Background: an optimization exercise with open tools, aiming at small area, a short achievable clock period and few clock cycles per item. Do not read the settings as production practice. For this run, only the layout was checked, not whether the RTL still works.

==> design/flow/design.v <==
module aes_sbox (
  input  wire [7:0] a,
  output wire [7:0] y
);
  wire [7:0] t;
  assign t[0] = a[0] ^ a[1] ^ a[2] ^ a[6] ^ a[7];
  assign t[1] = a[1] ^ a[2] ^ a[5] ^ a[6] ^ a[7];
  assign t[2] = a[2] ^ a[5];
  assign t[3] = a[3];
  assign t[4] = a[4] ^ a[6] ^ a[7];
  assign t[5] = a[2] ^ a[3];
  assign t[6] = a[1] ^ a[2] ^ a[3] ^ a[4] ^ a[5] ^ a[6];
  assign t[7] = a[1] ^ a[4] ^ a[6] ^ a[7];
  wire [3:0] h = t[7:4], l = t[3:0];
  function [3:0] gm;
    input [3:0] x, z;
    reg [6:0] p;
    begin
      p = 7'd0;
      p[0] = (x[0] & z[0]);
      p[1] = (x[0] & z[1]) ^ (x[1] & z[0]);
      p[2] = (x[0] & z[2]) ^ (x[1] & z[1]) ^ (x[2] & z[0]);
      p[3] = (x[0] & z[3]) ^ (x[1] & z[2]) ^ (x[2] & z[1]) ^ (x[3] & z[0]);
      p[4] = (x[1] & z[3]) ^ (x[2] & z[2]) ^ (x[3] & z[1]);
      p[5] = (x[2] & z[3]) ^ (x[3] & z[2]);
      p[6] = (x[3] & z[3]);
      gm = {p[3] ^ p[4] ^ p[5] ^ p[6], p[2] ^ p[6], p[1] ^ p[5] ^ p[6], p[0] ^ p[4] ^ p[5] ^ p[6]};
    end
  endfunction
  wire [3:0] hl = gm(h, l);
  wire [3:0] d;
  assign d[0] = h[1] ^ h[2] ^ h[3] ^ l[0] ^ l[2] ^ l[3] ^ hl[0];
  assign d[1] = h[1] ^ h[2] ^ l[3] ^ hl[1];
  assign d[2] = h[2] ^ h[3] ^ l[1] ^ l[3] ^ hl[2];
  assign d[3] = h[0] ^ h[1] ^ l[2] ^ l[3] ^ hl[3];
  reg [3:0] di;
  always @(*) begin
    case (d)
      4'h0: di = 4'h0;
      4'h1: di = 4'h1;
      4'h2: di = 4'hc;
      4'h3: di = 4'h8;
      4'h4: di = 4'h6;
      4'h5: di = 4'hf;
      4'h6: di = 4'h4;
      4'h7: di = 4'he;
      4'h8: di = 4'h3;
      4'h9: di = 4'hd;
      4'ha: di = 4'hb;
      4'hb: di = 4'ha;
      4'hc: di = 4'h2;
      4'hd: di = 4'h9;
      4'he: di = 4'h7;
      4'hf: di = 4'h5;
    endcase
  end
  wire [3:0] oh = gm(h, di);
  wire [3:0] ol = gm(h ^ l, di);
  wire [7:0] o = {oh, ol};
  assign y[0] = ~(o[0] ^ o[1] ^ o[4]);
  assign y[1] = ~(o[0] ^ o[2]);
  assign y[2] = o[0];
  assign y[3] = o[0] ^ o[1] ^ o[4] ^ o[6];
  assign y[4] = o[0] ^ o[3] ^ o[4];
  assign y[5] = ~(o[1] ^ o[3] ^ o[4]);
  assign y[6] = ~(o[4] ^ o[6] ^ o[7]);
  assign y[7] = o[2] ^ o[4] ^ o[5];
endmodule
module cmac_aes128 (
  input  wire         clk,
  input  wire         rst,         
  input  wire         in_valid,
  input  wire         in_key,
  input  wire         in_last,
  input  wire [4:0]   in_len,
  input  wire [127:0] in_data,
  output wire         in_ready,
  output reg          tag_valid,
  output wire [127:0] tag
);
  function [7:0] xtime;
    input [7:0] b;
    xtime = {b[6:0], 1'b0} ^ (b[7] ? 8'h1b : 8'h00);
  endfunction
  function [127:0] dbl;
    input [127:0] x;
    dbl = {x[126:0], 1'b0} ^ (x[127] ? 128'h87 : 128'h0);
  endfunction
  function [7:0] rcon;
    input [3:0] r;
    case (r)
      4'd1:    rcon = 8'h01;
      4'd2:    rcon = 8'h02;
      4'd3:    rcon = 8'h04;
      4'd4:    rcon = 8'h08;
      4'd5:    rcon = 8'h10;
      4'd6:    rcon = 8'h20;
      4'd7:    rcon = 8'h40;
      4'd8:    rcon = 8'h80;
      4'd9:    rcon = 8'h1b;
      4'd10:   rcon = 8'h36;
      default: rcon = 8'h00;
    endcase
  endfunction
  function [31:0] mix_col;
    input [31:0] c;
    reg [7:0] a0, a1, a2, a3, t;
    begin
      a0 = c[31:24];
      a1 = c[23:16];
      a2 = c[15:8];
      a3 = c[7:0];
      t  = a0 ^ a1 ^ a2 ^ a3;
      mix_col = {a0 ^ t ^ xtime(a0 ^ a1),
                 a1 ^ t ^ xtime(a1 ^ a2),
                 a2 ^ t ^ xtime(a2 ^ a3),
                 a3 ^ t ^ xtime(a3 ^ a0)};
    end
  endfunction
  reg         busy;        
  reg         job_key;     
  reg         job_last;    
  reg         in_msg;      
  reg [3:0]   round;       
  reg [127:0] st;          
  reg [127:0] rk;          
  reg [127:0] key;         
  reg [127:0] lk;          
  wire final_round = (round == 4'd10);
  assign in_ready = !busy || (final_round && !job_last && !job_key);
  wire take = in_valid && in_ready;
  assign tag = st;
  wire [127:0] sb;
  wire [31:0]  ksb;
  genvar gi;
  generate
    for (gi = 0; gi < 16; gi = gi + 1) begin : g_sbox
      aes_sbox u_sbox (
        .a(st[127-8*((gi % 4) + 4*(((gi / 4) + (gi % 4)) % 4)) -: 8]),
        .y(sb[127-8*gi -: 8]));
    end
    for (gi = 0; gi < 4; gi = gi + 1) begin : g_ksbox
      aes_sbox u_sbox (.a(rk[31-8*((gi + 1) % 4) -: 8]), .y(ksb[31-8*gi -: 8]));
    end
  endgenerate
  wire [31:0] nw0 = rk[127:96] ^ ksb ^ {rcon(round), 24'h0};
  wire [31:0] nw1 = rk[95:64] ^ nw0;
  wire [31:0] nw2 = rk[63:32] ^ nw1;
  wire [31:0] nw3 = rk[31:0]  ^ nw2;
  wire [127:0] krn = {nw0, nw1, nw2, nw3};
  wire [127:0] mc = {mix_col(sb[127:96]), mix_col(sb[95:64]),
                     mix_col(sb[63:32]),  mix_col(sb[31:0])};
  wire [127:0] rnd_out = (final_round ? sb : mc) ^ krn;
  wire [127:0] k1 = dbl(lk);
  wire [127:0] k2 = dbl(k1);
  reg [127:0] padded;
  integer bi;
  always @(*) begin
    for (bi = 0; bi < 16; bi = bi + 1) begin
      if (bi < in_len)
        padded[127-8*bi -: 8] = in_data[127-8*bi -: 8];
      else if (bi == in_len)
        padded[127-8*bi -: 8] = 8'h80;
      else
        padded[127-8*bi -: 8] = 8'h00;
    end
  end
  wire [127:0] blk = in_key             ? in_data :
                     !in_last           ? in_data ^ key :
                     (in_len == 5'd16)  ? in_data ^ k1 ^ key :
                                          padded ^ k2 ^ key;
  wire [127:0] base = busy   ? rnd_out :
                      in_msg ? st : 128'h0;
  always @(posedge clk) begin
    if (busy || take)
      st <= base ^ (take ? blk : 128'h0);
    rk <= take ? (in_key ? in_data : key) : krn;
    if (take && in_key)
      key <= in_data;
    if (busy && final_round && job_key)
      lk <= rnd_out;
  end
  always @(posedge clk) begin
    if (rst) begin
      busy      <= 1'b0;
      job_key   <= 1'b0;
      job_last  <= 1'b0;
      in_msg    <= 1'b0;
      round     <= 4'd0;
      tag_valid <= 1'b0;
    end else begin
      tag_valid <= busy && final_round && job_last;
      if (take) begin
        busy     <= 1'b1;
        round    <= 4'd1;
        job_key  <= in_key;
        job_last <= !in_key && in_last;
        in_msg   <= !in_key && !in_last;
      end else if (busy) begin
        round <= round + 4'd1;
        if (final_round)
          busy <= 1'b0;
      end
    end
  end
endmodule
==> design/flow/run.sh <==
#!/bin/bash
# synth_recipe.tcl (not shown) runs the flow's synth.tcl, then flattens the netlist and writes it again
# the make line also repeats each setting of config.mk as NAME=value (left out here)
make -C /OpenROAD-flow-scripts/flow DESIGN_CONFIG=/design/flow/config.mk WORK_HOME=/design/flow/orfs CLKGATE_MAP_FILE= SYNTH_SCRIPT=/design/flow/synth_recipe.tcl finish
==> design/flow/config.mk <==
export PLATFORM = sky130hd
export DESIGN_NAME = cmac_aes128
export DESIGN_NICKNAME = cmac_aes128
export VERILOG_FILES = /design/flow/design.v
export SDC_FILE = /design/flow/constraint.sdc
export NUM_CORES = 4
export LEC_CHECK = 0
export CAP_MARGIN = 40
export CELL_PAD_IN_SITES_DETAIL_PLACEMENT = 2
export CELL_PAD_IN_SITES_GLOBAL_PLACEMENT = 2
export CORE_MARGIN = 2
export CORE_UTILIZATION = 30
export SLEW_MARGIN = 40
==> design/flow/constraint.sdc <==
create_clock -name core_clock -period 10.0 [get_ports {clk}]
set_input_delay 2.0000 -clock core_clock [delete_from_list [all_inputs] [get_ports {clk}]]
set_output_delay 2.0000 -clock core_clock [all_outputs]
set_load 0.01 [all_outputs]
==> results.txt <==
layout by cell type, fill, tap and decap left out, drive strengths merged, types with 43 or more instances in the layout:
| cell type | netlist | layout |
|---|---|---|
| a221oi | 44 | 44 |
| a21oi | 652 | 652 |
| clkdlybuf4s50 | 0 | 265 |
| a22o | 117 | 117 |
| edfxtp | 384 | 384 |
| nor4 | 43 | 43 |
| nand3 | 169 | 169 |
| clkbuf | 389 | 93 |
| o211ai | 110 | 110 |
| a211oi | 93 | 93 |
| xor3 | 53 | 53 |
| o22ai | 192 | 192 |
| nand2 | 1070 | 1070 |
| buf | 236 | 272 |
| o21ai | 537 | 537 |
| inv | 181 | 187 |
| mux2i | 137 | 137 |
| xnor3 | 227 | 227 |
| a31oi | 108 | 108 |
| nor3 | 172 | 172 |
| and2 | 58 | 58 |
| and3 | 69 | 69 |
| nor2 | 801 | 801 |
| xor2 | 715 | 715 |
| o221ai | 57 | 57 |
| nand4 | 49 | 49 |
| nand2b | 142 | 142 |
| dfxtp | 137 | 137 |
| ha | 106 | 106 |
| a22oi | 163 | 163 |
| xnor2 | 1276 | 1276 |
worst reg2reg max path, delay by kind of cell, from the launching register on:
kind,cells,cell delay [ns]
buffers and inverters,2,0.49
AOI/OAI and AO/OA,4,1.14
xor gates and xnor gates,12,4.83
and+or+nand+nor,6,1.52
adders and majority gates,1,0.28
DFF,1,0.67
cell type report:
| cell class | instances | share of cell area |
|---|---|---|
| diodes | 21 | 0.000630 |
| clock buffers | 92 | 0.0232 |
| clock inverters | 40 | 0.00534 |
| inverters | 191 | 0.00880 |
| multi-input cells | 7757 | 0.684 |
| flip-flops and latches | 521 | 0.171 |
| well taps | 3220 | 0.0483 |
| repair buffers | 538 | 0.0584 |
cells by family after synthesis:
kind of cell,Yosys count
and+or+nand+nor,2740
AOI/OAI and AO/OA,2472
xor gates and xnor gates,2271
buffers and inverters,816
DFF,521
muxes,164
adders and majority gates,110
stage by stage:
step	worst slack, ns	cell area [sq um]
final	0.768	83400
after CTS	0.664	83200
after global placement	0.217	80200
after detailed placement	0.737	80800
after global routing	0.240	83400
after floorplan	3.06	73800
registers in the layout, indices dropped and copies added, names as in the netlist, 4 cells and up:
signal	count
st	128
lk	128
key	128
round	4
rk	128
final timing paths:
path,start,endpoint,slack [ns],cells past startpoint
setup / recovery,rk[23],st[25],0.77,25
hold / removal,job_key,job_key,0.49,2
setup reg to reg,rk[23],st[25],0.77,25
hold reg to reg,job_key,job_key,0.49,2
routing by layer:
metal / vias up / share of wire
met5: - / 0.00045
met4: 28 / 0.038
met3: 400 / 0.042
met2: 1516 / 0.47
met1: 37300 / 0.45
li1: 32400 / -
repair_timing:
item	in CTS	in global routing
hold buffers	0	0
gates resized for setup	0	2
endpoints found under the hold margin	0	0
endpoints found under the setup margin	0	2
==> flow_summary.ini <==
[grt]
grtUsageMet3 = 0.0304
grt_util_met2 = 0.478
grt_pass1_vias = 74400
antenna_found_initial = 50
grt_busiest_layer = met2
grt_pass1_wl_um = 535000
track_usage = 0.285
grt-ovfl-total = 0
grt_start_max_net_pins = 162
use_met1 = 0.377

[routing]
drc_errors = 0
routed_wirelength_um = 370000
vias = 71600
wl_per_cell_um = 29.9
ant_nets = 0
drtPass1Iterations = 8
via_per_inst = 5.79
drtIter0Drc = 5108

[sta]
whs_ns = 0.488
min_period_ns = 9.23
hold_violations = 0
fmax_mhz = 108
rsz0062_at_grt = no
tightest_slew_ns = 0.973
period_share = 0.923
fin_skew_ns = 0.0367
drv_slew = 0
setup_tns_ns = 0
slew_headroom = 0.346
finalSetupViolations = 0

[finish]
seq_area_sq_um = 14300
syn_to_final_growth_pct = 13.0
final_nets = 9324
multi_input_area_sq_um = 57100
fillers = 27700
layout-drive-gt1-share = 0.0824
layoutNonFillerInstCount = 12400
fin_util = 0.340

[floorplanning]
die_w_um = 500
core_area_sq_um = 245000
rows = 182
start_util = 0.301
fp.dieArea_sq_um = 250000
io_pins = 268
die_h_um = 500

[synth]
synthTopCellsByArea = edfxtp_1 16%, xnor2_1 14%, xor2_1 8.1%
yosysTopAreaCellShare = 0.156
syn_area_sq_um = 73800
ys_top_cells_by_count = 1,203 x xnor2_1, 1,069 x nand2_1, 796 x nor2_1, 679 x xor2_1, 648 x a21oi_1
ys_ff_latch = 521
synth_top_area_cell = edfxtp_1
synthAdderAreaFrac = 0.0185
synth.net_count = 9338
yosysSeqAreaShare = 0.193
synth_mux_area_frac = 0.0238
synthArstFlopShare = 0
synth_compound_area_frac = 0.218
yosysUniqueCellTypes = 121
synthCells = 9094
synth-simple-area-share = 0.165
synth-edff-count = 384
ys.flop_type = edfxtp_1
yosys.area_share.xor_xnor = 0.336
synth.most_common_cell = xnor2_1
synth_top_family_by_area = XOR/XNOR gates
synth_area_per_cell_sq_um = 8.12
yosysWarnings = 2

[setup_path]
path_buf_inv = 2
end_kind = flip-flop
worst_path_max_delay_cell = or4b_2
arrival_ns = 9.64
cp.required_ns = 10.41
start_kind = flip-flop
crit_type = flip-flop to flip-flop
crit_top_cell = xnor2_1
critPathMaxFanout = 10
cp_top_family = XOR/XNOR gates
slowest_delay_ns = 0.70

[cts]
insertion_delay_ns = 0.71
cts-root-buf = clkbuf_16
cts_tree = done
cts.clk_slew.worst_paths_ns = 0.06
post_cts_buffers = 0
clockBufferDepth = 3
cts_made_buffers = 71
clock-sinks = 521
h-tree-depth = 3

[placement]
placed_cells = 12200
port_buffers = 267
routabilityCongestion = 0.897
hpwlAfterDp_um = 286000

[worst_hold_path]
min_path_type = flip-flop to flip-flop

[flow_run]
drv_cap = 0

[status]
outcome = complete, no violations

[static timing again, ports no longer ideal]
The results above use ideal ports. As a check the final layout listed here was re-extracted and re-timed, cells and wires unchanged. Step 1 sets driving cells, clkbuf_16 on the clock port and buf_2 on the other inputs (assumed; they add their load-dependent delay and slew). Step 2, shift: input delay + t, output delay - t, t = (earliest + latest rising clock arrival at the registers) / 2. This alone moves slack from input paths to output paths. Slacks: ideal ports / drivers / drivers and shift; pairs: ideal ports / drivers.
shift t [ns]: 0.772
setup slack, ns: 0.768 / 0.768 / 0.768
worst hold slack (ns): 0.488 / 0.488 / 0.488
cell pins on the clock port's net: 1
After both steps setup and hold are still met in this run. For this run, drivers alone change the setup slack by 0.000 ns; drivers and shift together by 0.000 ns.
